Context: an optimization exercise on an open-source flow, tuned for small area, a short achievable clock period and few clock cycles. The choices shown serve that exercise and are no tape-out recipe.
Only simulation tests tie the RTL to the original design; equivalence was not proved.
Power and IR drop assume default switching activity.

`config.mk`:
```
export PLATFORM = sky130hd
export DESIGN_NAME = chz_hash_core
export DESIGN_NICKNAME = chz_hash_core
export VERILOG_FILES = /design/flow/design.v
export SDC_FILE = /design/flow/constraint.sdc
export NUM_CORES = 8
export LEC_CHECK = 0
export CAP_MARGIN = 20
export CORE_MARGIN = 2
export CORE_UTILIZATION = 40
export SLEW_MARGIN = 20
export SYNTH_MEMORY_MAX_BITS = 16384
```
`constraint.sdc`:
```
create_clock -name core_clock -period 12.0 [get_ports {clk}]
set_input_delay 2.4000 -clock core_clock [delete_from_list [all_inputs] [get_ports {clk}]]
set_output_delay 2.4000 -clock core_clock [all_outputs]
set_load 0.01 [all_outputs]
```
`design.v`:
```
module chz_hash_core (
  input  wire          clk,
  input  wire          rst,           
  input  wire          in_valid,
  output wire          in_ready,
  input  wire          in_first,      
  input  wire          in_mode,       
  input  wire [1023:0] in_block,      
  output reg           out_valid,
  output wire [383:0]  out_digest
);
  localparam [1:0] S_IDLE = 2'd0, S_RUN = 2'd1, S_FINAL = 2'd2;
  function automatic [31:0] rotr32(input [31:0] x, input integer n);
    rotr32 = (x >> n) | (x << (32 - n));
  endfunction
  function automatic [63:0] rotr64(input [63:0] x, input integer n);
    rotr64 = (x >> n) | (x << (64 - n));
  endfunction
  function automatic [63:0] big_sigma0(input m, input [63:0] x);
    big_sigma0 = m ? (rotr64(x, 28) ^ rotr64(x, 34) ^ rotr64(x, 39))
                   : {32'h0, rotr32(x[31:0], 2) ^ rotr32(x[31:0], 13) ^ rotr32(x[31:0], 22)};
  endfunction
  function automatic [63:0] big_sigma1(input m, input [63:0] x);
    big_sigma1 = m ? (rotr64(x, 14) ^ rotr64(x, 18) ^ rotr64(x, 41))
                   : {32'h0, rotr32(x[31:0], 6) ^ rotr32(x[31:0], 11) ^ rotr32(x[31:0], 25)};
  endfunction
  function automatic [63:0] small_sigma0(input m, input [63:0] x);
    small_sigma0 = m ? (rotr64(x, 1) ^ rotr64(x, 8) ^ (x >> 7))
                     : {32'h0, rotr32(x[31:0], 7) ^ rotr32(x[31:0], 18) ^ (x[31:0] >> 3)};
  endfunction
  function automatic [63:0] small_sigma1(input m, input [63:0] x);
    small_sigma1 = m ? (rotr64(x, 19) ^ rotr64(x, 61) ^ (x >> 6))
                     : {32'h0, rotr32(x[31:0], 17) ^ rotr32(x[31:0], 19) ^ (x[31:0] >> 10)};
  endfunction
  function automatic [63:0] wadd(input m, input [63:0] s);
    wadd = m ? s : {32'h0, s[31:0]};
  endfunction
  function automatic [63:0] iv(input m, input [2:0] i);
    if (m) begin
      case (i)
        3'd0: iv = 64'hcbbb9d5dc1059ed8;
        3'd1: iv = 64'h629a292a367cd507;
        3'd2: iv = 64'h9159015a3070dd17;
        3'd3: iv = 64'h152fecd8f70e5939;
        3'd4: iv = 64'h67332667ffc00b31;
        3'd5: iv = 64'h8eb44a8768581511;
        3'd6: iv = 64'hdb0c2e0d64f98fa7;
        default: iv = 64'h47b5481dbefa4fa4;
      endcase
    end else begin
      case (i)
        3'd0: iv = 64'h6a09e667;
        3'd1: iv = 64'hbb67ae85;
        3'd2: iv = 64'h3c6ef372;
        3'd3: iv = 64'ha54ff53a;
        3'd4: iv = 64'h510e527f;
        3'd5: iv = 64'h9b05688c;
        3'd6: iv = 64'h1f83d9ab;
        default: iv = 64'h5be0cd19;
      endcase
    end
  endfunction
  reg  [1:0]  state;
  reg  [6:0]  round;
  reg         mode;                  
  reg  [7:0][63:0]  hv;            
  reg  [15:0][63:0] wv;            
  reg  [63:0] a, b, c, d, e, f, g, h;
  reg [31:0] k256_t;
  always @* begin
    case (round)
      7'd0: k256_t = 32'h428a2f98;
      7'd1: k256_t = 32'h71374491;
      7'd2: k256_t = 32'hb5c0fbcf;
      7'd3: k256_t = 32'he9b5dba5;
      7'd4: k256_t = 32'h3956c25b;
      7'd5: k256_t = 32'h59f111f1;
      7'd6: k256_t = 32'h923f82a4;
      7'd7: k256_t = 32'hab1c5ed5;
      7'd8: k256_t = 32'hd807aa98;
      7'd9: k256_t = 32'h12835b01;
      7'd10: k256_t = 32'h243185be;
      7'd11: k256_t = 32'h550c7dc3;
      7'd12: k256_t = 32'h72be5d74;
      7'd13: k256_t = 32'h80deb1fe;
      7'd14: k256_t = 32'h9bdc06a7;
      7'd15: k256_t = 32'hc19bf174;
      7'd16: k256_t = 32'he49b69c1;
      7'd17: k256_t = 32'hefbe4786;
      7'd18: k256_t = 32'h0fc19dc6;
      7'd19: k256_t = 32'h240ca1cc;
      7'd20: k256_t = 32'h2de92c6f;
      7'd21: k256_t = 32'h4a7484aa;
      7'd22: k256_t = 32'h5cb0a9dc;
      7'd23: k256_t = 32'h76f988da;
      7'd24: k256_t = 32'h983e5152;
      7'd25: k256_t = 32'ha831c66d;
      7'd26: k256_t = 32'hb00327c8;
      7'd27: k256_t = 32'hbf597fc7;
      7'd28: k256_t = 32'hc6e00bf3;
      7'd29: k256_t = 32'hd5a79147;
      7'd30: k256_t = 32'h06ca6351;
      7'd31: k256_t = 32'h14292967;
      7'd32: k256_t = 32'h27b70a85;
      7'd33: k256_t = 32'h2e1b2138;
      7'd34: k256_t = 32'h4d2c6dfc;
      7'd35: k256_t = 32'h53380d13;
      7'd36: k256_t = 32'h650a7354;
      7'd37: k256_t = 32'h766a0abb;
      7'd38: k256_t = 32'h81c2c92e;
      7'd39: k256_t = 32'h92722c85;
      7'd40: k256_t = 32'ha2bfe8a1;
      7'd41: k256_t = 32'ha81a664b;
      7'd42: k256_t = 32'hc24b8b70;
      7'd43: k256_t = 32'hc76c51a3;
      7'd44: k256_t = 32'hd192e819;
      7'd45: k256_t = 32'hd6990624;
      7'd46: k256_t = 32'hf40e3585;
      7'd47: k256_t = 32'h106aa070;
      7'd48: k256_t = 32'h19a4c116;
      7'd49: k256_t = 32'h1e376c08;
      7'd50: k256_t = 32'h2748774c;
      7'd51: k256_t = 32'h34b0bcb5;
      7'd52: k256_t = 32'h391c0cb3;
      7'd53: k256_t = 32'h4ed8aa4a;
      7'd54: k256_t = 32'h5b9cca4f;
      7'd55: k256_t = 32'h682e6ff3;
      7'd56: k256_t = 32'h748f82ee;
      7'd57: k256_t = 32'h78a5636f;
      7'd58: k256_t = 32'h84c87814;
      7'd59: k256_t = 32'h8cc70208;
      7'd60: k256_t = 32'h90befffa;
      7'd61: k256_t = 32'ha4506ceb;
      7'd62: k256_t = 32'hbef9a3f7;
      7'd63: k256_t = 32'hc67178f2;
      default: k256_t = 32'h0;
    endcase
  end
  reg [63:0] k512_t;
  always @* begin
    case (round)
      7'd0: k512_t = 64'h428a2f98d728ae22;
      7'd1: k512_t = 64'h7137449123ef65cd;
      7'd2: k512_t = 64'hb5c0fbcfec4d3b2f;
      7'd3: k512_t = 64'he9b5dba58189dbbc;
      7'd4: k512_t = 64'h3956c25bf348b538;
      7'd5: k512_t = 64'h59f111f1b605d019;
      7'd6: k512_t = 64'h923f82a4af194f9b;
      7'd7: k512_t = 64'hab1c5ed5da6d8118;
      7'd8: k512_t = 64'hd807aa98a3030242;
      7'd9: k512_t = 64'h12835b0145706fbe;
      7'd10: k512_t = 64'h243185be4ee4b28c;
      7'd11: k512_t = 64'h550c7dc3d5ffb4e2;
      7'd12: k512_t = 64'h72be5d74f27b896f;
      7'd13: k512_t = 64'h80deb1fe3b1696b1;
      7'd14: k512_t = 64'h9bdc06a725c71235;
      7'd15: k512_t = 64'hc19bf174cf692694;
      7'd16: k512_t = 64'he49b69c19ef14ad2;
      7'd17: k512_t = 64'hefbe4786384f25e3;
      7'd18: k512_t = 64'h0fc19dc68b8cd5b5;
      7'd19: k512_t = 64'h240ca1cc77ac9c65;
      7'd20: k512_t = 64'h2de92c6f592b0275;
      7'd21: k512_t = 64'h4a7484aa6ea6e483;
      7'd22: k512_t = 64'h5cb0a9dcbd41fbd4;
      7'd23: k512_t = 64'h76f988da831153b5;
      7'd24: k512_t = 64'h983e5152ee66dfab;
      7'd25: k512_t = 64'ha831c66d2db43210;
      7'd26: k512_t = 64'hb00327c898fb213f;
      7'd27: k512_t = 64'hbf597fc7beef0ee4;
      7'd28: k512_t = 64'hc6e00bf33da88fc2;
      7'd29: k512_t = 64'hd5a79147930aa725;
      7'd30: k512_t = 64'h06ca6351e003826f;
      7'd31: k512_t = 64'h142929670a0e6e70;
      7'd32: k512_t = 64'h27b70a8546d22ffc;
      7'd33: k512_t = 64'h2e1b21385c26c926;
      7'd34: k512_t = 64'h4d2c6dfc5ac42aed;
      7'd35: k512_t = 64'h53380d139d95b3df;
      7'd36: k512_t = 64'h650a73548baf63de;
      7'd37: k512_t = 64'h766a0abb3c77b2a8;
      7'd38: k512_t = 64'h81c2c92e47edaee6;
      7'd39: k512_t = 64'h92722c851482353b;
      7'd40: k512_t = 64'ha2bfe8a14cf10364;
      7'd41: k512_t = 64'ha81a664bbc423001;
      7'd42: k512_t = 64'hc24b8b70d0f89791;
      7'd43: k512_t = 64'hc76c51a30654be30;
      7'd44: k512_t = 64'hd192e819d6ef5218;
      7'd45: k512_t = 64'hd69906245565a910;
      7'd46: k512_t = 64'hf40e35855771202a;
      7'd47: k512_t = 64'h106aa07032bbd1b8;
      7'd48: k512_t = 64'h19a4c116b8d2d0c8;
      7'd49: k512_t = 64'h1e376c085141ab53;
      7'd50: k512_t = 64'h2748774cdf8eeb99;
      7'd51: k512_t = 64'h34b0bcb5e19b48a8;
      7'd52: k512_t = 64'h391c0cb3c5c95a63;
      7'd53: k512_t = 64'h4ed8aa4ae3418acb;
      7'd54: k512_t = 64'h5b9cca4f7763e373;
      7'd55: k512_t = 64'h682e6ff3d6b2b8a3;
      7'd56: k512_t = 64'h748f82ee5defb2fc;
      7'd57: k512_t = 64'h78a5636f43172f60;
      7'd58: k512_t = 64'h84c87814a1f0ab72;
      7'd59: k512_t = 64'h8cc702081a6439ec;
      7'd60: k512_t = 64'h90befffa23631e28;
      7'd61: k512_t = 64'ha4506cebde82bde9;
      7'd62: k512_t = 64'hbef9a3f7b2c67915;
      7'd63: k512_t = 64'hc67178f2e372532b;
      7'd64: k512_t = 64'hca273eceea26619c;
      7'd65: k512_t = 64'hd186b8c721c0c207;
      7'd66: k512_t = 64'heada7dd6cde0eb1e;
      7'd67: k512_t = 64'hf57d4f7fee6ed178;
      7'd68: k512_t = 64'h06f067aa72176fba;
      7'd69: k512_t = 64'h0a637dc5a2c898a6;
      7'd70: k512_t = 64'h113f9804bef90dae;
      7'd71: k512_t = 64'h1b710b35131c471b;
      7'd72: k512_t = 64'h28db77f523047d84;
      7'd73: k512_t = 64'h32caab7b40c72493;
      7'd74: k512_t = 64'h3c9ebe0a15c9bebc;
      7'd75: k512_t = 64'h431d67c49c100d4c;
      7'd76: k512_t = 64'h4cc5d4becb3e42b6;
      7'd77: k512_t = 64'h597f299cfc657e2a;
      7'd78: k512_t = 64'h5fcb6fab3ad6faec;
      7'd79: k512_t = 64'h6c44198c4a475817;
      default: k512_t = 64'h0;
    endcase
  end
  assign in_ready = (state == S_IDLE);
  wire        accept  = in_valid && in_ready;
  wire        mode_in = in_first ? in_mode : mode;
  wire [63:0] k_t = mode ? k512_t : {32'h0, k256_t};
  wire [63:0] ch   = (e & f) ^ (~e & g);
  wire [63:0] maj  = (a & b) ^ (a & c) ^ (b & c);
  wire [63:0] t1   = wadd(mode, h + big_sigma1(mode, e) + ch + k_t + wv[0]);
  wire [63:0] t2   = wadd(mode, big_sigma0(mode, a) + maj);
  wire [63:0] w_new = wadd(mode, small_sigma1(mode, wv[14]) + wv[9] +
                                 small_sigma0(mode, wv[1]) + wv[0]);
  wire [6:0]  last_round = mode ? 7'd79 : 7'd63;
  integer i;
  always @(posedge clk) begin
    if (rst) begin
      state     <= S_IDLE;
      out_valid <= 1'b0;
    end else begin
      out_valid <= 1'b0;
      case (state)
        S_IDLE: begin
          if (accept) begin
            mode  <= mode_in;
            round <= 7'd0;
            state <= S_RUN;
            for (i = 0; i < 16; i = i + 1)
              wv[i] <= mode_in ? in_block[1023 - 64*i -: 64]
                               : {32'h0, in_block[511 - 32*i -: 32]};
            if (in_first) begin
              for (i = 0; i < 8; i = i + 1)
                hv[i] <= iv(in_mode, i[2:0]);
              a <= iv(in_mode, 3'd0);
              b <= iv(in_mode, 3'd1);
              c <= iv(in_mode, 3'd2);
              d <= iv(in_mode, 3'd3);
              e <= iv(in_mode, 3'd4);
              f <= iv(in_mode, 3'd5);
              g <= iv(in_mode, 3'd6);
              h <= iv(in_mode, 3'd7);
            end else begin
              a <= hv[0];
              b <= hv[1];
              c <= hv[2];
              d <= hv[3];
              e <= hv[4];
              f <= hv[5];
              g <= hv[6];
              h <= hv[7];
            end
          end
        end
        S_RUN: begin
          h <= g;
          g <= f;
          f <= e;
          e <= wadd(mode, d + t1);
          d <= c;
          c <= b;
          b <= a;
          a <= wadd(mode, t1 + t2);
          for (i = 0; i < 15; i = i + 1)
            wv[i] <= wv[i+1];
          wv[15] <= w_new;
          round <= round + 7'd1;
          if (round == last_round)
            state <= S_FINAL;
        end
        S_FINAL: begin
          hv[0] <= wadd(mode, hv[0] + a);
          hv[1] <= wadd(mode, hv[1] + b);
          hv[2] <= wadd(mode, hv[2] + c);
          hv[3] <= wadd(mode, hv[3] + d);
          hv[4] <= wadd(mode, hv[4] + e);
          hv[5] <= wadd(mode, hv[5] + f);
          hv[6] <= wadd(mode, hv[6] + g);
          hv[7] <= wadd(mode, hv[7] + h);
          out_valid <= 1'b1;
          state     <= S_IDLE;
        end
        default: state <= S_IDLE;
      endcase
    end
  end
  assign out_digest = mode ? {hv[0], hv[1], hv[2], hv[3], hv[4], hv[5]}
                           : {128'h0, hv[0][31:0], hv[1][31:0], hv[2][31:0], hv[3][31:0],
                              hv[4][31:0], hv[5][31:0], hv[6][31:0], hv[7][31:0]};
endmodule
```
`run.sh`:
```
#!/bin/bash
# synth_recipe.tcl (not shown) runs the flow's synth.tcl, then flattens the netlist and writes it again
# the make line also repeats each setting of config.mk as NAME=value (left out here)
make -C /OpenROAD-flow-scripts/flow DESIGN_CONFIG=/design/flow/config.mk WORK_HOME=/design/flow/orfs CLKGATE_MAP_FILE= SYNTH_SCRIPT=/design/flow/synth_recipe.tcl finish
```
==> flow_metrics.env <==
export IMPL_outcome="complete, no violations"
export IMPL_yosysWarnings=1
export IMPL_cp_startpoint="mode"
export IMPL_syn_avg_cell_area_um2=8.83
export IMPL_drive_gt1_share_pct=5.99
export IMPL_use_met1_pct=50.9
export IMPL_place_inst=24200
export IMPL_finalMaxSlewViolations=0
export IMPL_worstSetupPathType="flop to flop"
export IMPL_min_path_type="flop to flop"
export IMPL_holdCritStartpoint="wv[701]"
export IMPL_rsz0062_at_grt="no"
export IMPL_path_common_cell="fa_1"
export IMPL_synthCells=18400
export IMPL_fmax_mhz=94.7
export IMPL_dr_first_iter_drc_count=23000
export IMPL_cts_tree="yes"
export IMPL_arrival_ns=11.21
export IMPL_worstSkewPairLatency_ns=1.00
export IMPL_slowest_delay_ns=0.53
export IMPL_core_um2=403000
export IMPL_async_flop_share_pct=0
export IMPL_synth_distinct_cells=107
export IMPL_r2r_start="mode"
export IMPL_nets=21300
export IMPL_vias_per_cell=6.30
export IMPL_required_ns=12.65
export IMPL_p_leak_nw=74.5
export IMPL_skew_ns=0.0678
export IMPL_numCtsBuffers=277
export IMPL_post_cts_buffers=0
export IMPL_track_usage_pct=44.5
export IMPL_finalCritPeriodShare_pct=88.0
export IMPL_fill_cells=39300
export IMPL_cts_sinks=2155
export IMPL_vias=157000
export IMPL_cts_repair_resized=0
export IMPL_slew_headroom_pct=12.0
export IMPL_ctsHoldBuffers=0
export IMPL_grt_max_degree=188
export IMPL_grt_pass1_wl_mm=1250
export IMPL_io_pin_count=1415
export IMPL_multi_input_area_um2=91700
export IMPL_wirelength_mm=949
export IMPL_root_buffer="clkbuf_16"
export IMPL_synthesis_nets=20500
export IMPL_clock_path_buffers=4
export IMPL_synth_edf_count=2056
export IMPL_htree_num_levels=5
export IMPL_synth_seq_cells=2155
export IMPL_synthFlopType="edfxtp_1"
export IMPL_fp_dieArea_um2=410000
export IMPL_syn_area_um2=162000
export IMPL_fin_cells=24900
export IMPL_peakVddDrop_uv=1160
export IMPL_chipHeight_um=641
export IMPL_gp_congestion=1.08
export IMPL_path_clk_slew_ns=0.07
export IMPL_initial_utilization_pct=40.2
export IMPL_syn2layout_area_growth_pct=17.6
export IMPL_grt_busiest_layer="met2"
export IMPL_critPathMaxFanout=116
export IMPL_drc=0
export IMPL_slowest_stage="a311oi_1"
export IMPL_start_kind="flop"
export IMPL_antenna_found_initial=253
export IMPL_worst_pin_slew_ns=1.31
export IMPL_use_met3_pct=11.1
export IMPL_finalCriticalPeriod_ns=10.56
export IMPL_met2_usage_pct=68.2
export IMPL_overflow=0
export IMPL_routedWlPerCell_um=38.1
export IMPL_dp_hpwl_mm=751
export IMPL_utilization_pct=47.3
export IMPL_setup_viol=0
export IMPL_fp_dieW_um=641
export IMPL_ff_latch_area_um2=63700
export IMPL_portBuffers=1414
export IMPL_drt_first_pass_iters=9
export IMPL_power_density_nw_per_um2=382
export IMPL_grt_pass1_vias=145000
export IMPL_maxCapViolations=0
export IMPL_hold_violations=0
export IMPL_critPathCaptureType="flop"
export IMPL_ant_nets=0
export IMPL_core_rowCount=233
export IMPL_ys_seq_area_share_pct=39.3
-- sequential cells by signal, indices dropped and copies added (netlist names), 2 cells and up, named ones only --
signal  flops
wv       1024
hv        512
a          64
b          64
c          64
d          64
e          64
f          64
g          64
h          64
k512_t     64
round       7
state       2
-- area by class of cell --
cell class | count | area share, %
multi-input cells | 14300 | 48.1
flip-flops and latches | 2155 | 33.4
repair buffers | 1762 | 8.98
clock buffers | 326 | 3.77
well taps | 5405 | 3.55
inverters | 581 | 1.17
clock inverters | 164 | 0.752
diodes | 187 | 0.246
-- synthesized netlist by cell type, types with 99 or more instances --
master,number,share of area [%]
dfxtp_1,99,1.2
nand2b_1,125,0.48
fa_1,329,4.1
xor2_1,494,2.7
nor3_1,168,0.52
xnor2_1,939,5.1
inv_1,577,1.3
a21o_1,581,2.7
mux2_2,274,1.9
edfxtp_1,2056,38
nand2_1,3171,7.3
clkbuf_1,1159,2.7
nor2_1,1613,3.7
o21bai_1,124,0.57
nand3_1,312,0.96
ha_1,823,6.4
a31oi_1,705,2.7
a21oi_1,1525,4.7
o21ai_0,1402,4.3
o22ai_1,205,0.79
and2_1,212,0.82
nor2b_1,119,0.46
-- layer usage --
metal,vias up,part of all wire (%),routed length [um]
li1,67100,-,-
met1,76700,35,328000
met2,10400,44,417000
met3,2710,10,97700
met4,74,11,106000
met5,-,0.054,508
-- critical path, delay by kind of cell, from the launching register on --
family / cells / cell delay (ns)
AOI/OAI and AO/OA: 17 / 4.61
xor gates and xnor gates: 2 / 0.58
adders and majority gates: 7 / 2.79
buffers and inverters: 3 / 0.60
DFF: 1 / 0.44
and+or+nand+nor: 5 / 1.10
-- cell usage in the layout (no fill, tap or decap), types with 63 or more instances in the layout --
master / count
a21oi_1: 1521
o21bai_1: 124
clkinv_1: 65
nand2_1: 3167
nor2_1: 1601
nand2b_1: 122
inv_1: 574
a21o_1: 579
diode_2: 187
o21a_1: 69
o211ai_1: 64
o31ai_1: 63
and3_1: 84
o22ai_1: 204
ha_1: 819
nor3_1: 166
buf_4: 318
a31oi_1: 699
xnor2_1: 931
maj3_1: 71
mux2_2: 274
fa_1: 329
nand4_1: 87
dfxtp_1: 99
nor2b_1: 117
nand3_1: 312
o21ai_0: 1383
clkbuf_16: 279
xor2_1: 493
clkdlybuf4s50_1: 1413
and2_1: 211
edfxtp_1: 2056
a211oi_1: 64
-- report_power, final --
group          switching (W)  internal [W]  total (W)
clock                0.00374       0.00470    0.00844
sequential           0.00145       0.00964     0.0111
combinational         0.0359        0.0173     0.0532
total                 0.0411        0.0316     0.0727
-- path summary, 6_finish.rpt --
path	to	slack [ns]	cells past startpoint
worst max-delay path	e[58]	1.44	34
worst min-delay path	wv[637]	0.52	2
worst max register to register	e[58]	1.44	34
worst min register to register	wv[637]	0.52	2
-- logic make-up (layout without fill, tap and decap cells) --
| logic type | after synthesis | after routing | synth area share [%] |
|---|---|---|---|
| simple gates | 6051 | 6051 | 15.7 |
| compound gates | 5330 | 5330 | 19.9 |
| flops | 2155 | 2155 | 39.3 |
| buf+inv | 1861 | 2833 | 4.40 |
| xor+xnor | 1437 | 1437 | 7.80 |
| fa+ha+maj | 1225 | 1225 | 10.9 |
| mux | 298 | 298 | 2.06 |
| other cells | 0 | 187 | 0 |
-- stage by stage --
step / instance area (um2) / hold WS (ns) / power, W / setup slack [ns] / setup TNS, ns
4_1_cts: 190000 / 0.513 / 0.0713 / 1.56 / 0
5_1_grt: 190000 / 0.529 / 0.0756 / 0.910 / 0
3_3_place_gp: 181000 / 0.501 / 0.0631 / 1.79 / 0
2_1_floorplan: 162000 / 0.496 / 0.0422 / -3.02 / -1543.77
6_report: 191000 / 0.521 / 0.0727 / 1.44 / 0
3_5_place_dp: 181000 / 0.507 / 0.0628 / 1.66 / 0
Testbench counts, summed over its fixed seeds: cycles 58,116.

[afterwards: timing with drivers on the ports]
The flow's constraints put no driver on any port. The routed layout listed below was extracted and timed again, unchanged, in two steps.
Step 1 assumes that a clkbuf_16 drives the clock port and a buf_2 every other input.
Step 2, shift: input delay + t, output delay - t, t = (earliest + latest rising clock arrival at the registers) / 2. This alone moves slack from input paths to output paths.
a / b / c = no drivers / after step 1 / after step 2; a / b = the first two.
t (ns): 1.095
setup WS [ns]: 1.441 / 1.441 / 1.441
hold slack, ns: 0.521 / 0.521 / 0.521
After both steps this run still meets setup and hold. For this run, drivers alone change the setup slack by 0.000 ns; drivers and shift together by 0.000 ns.
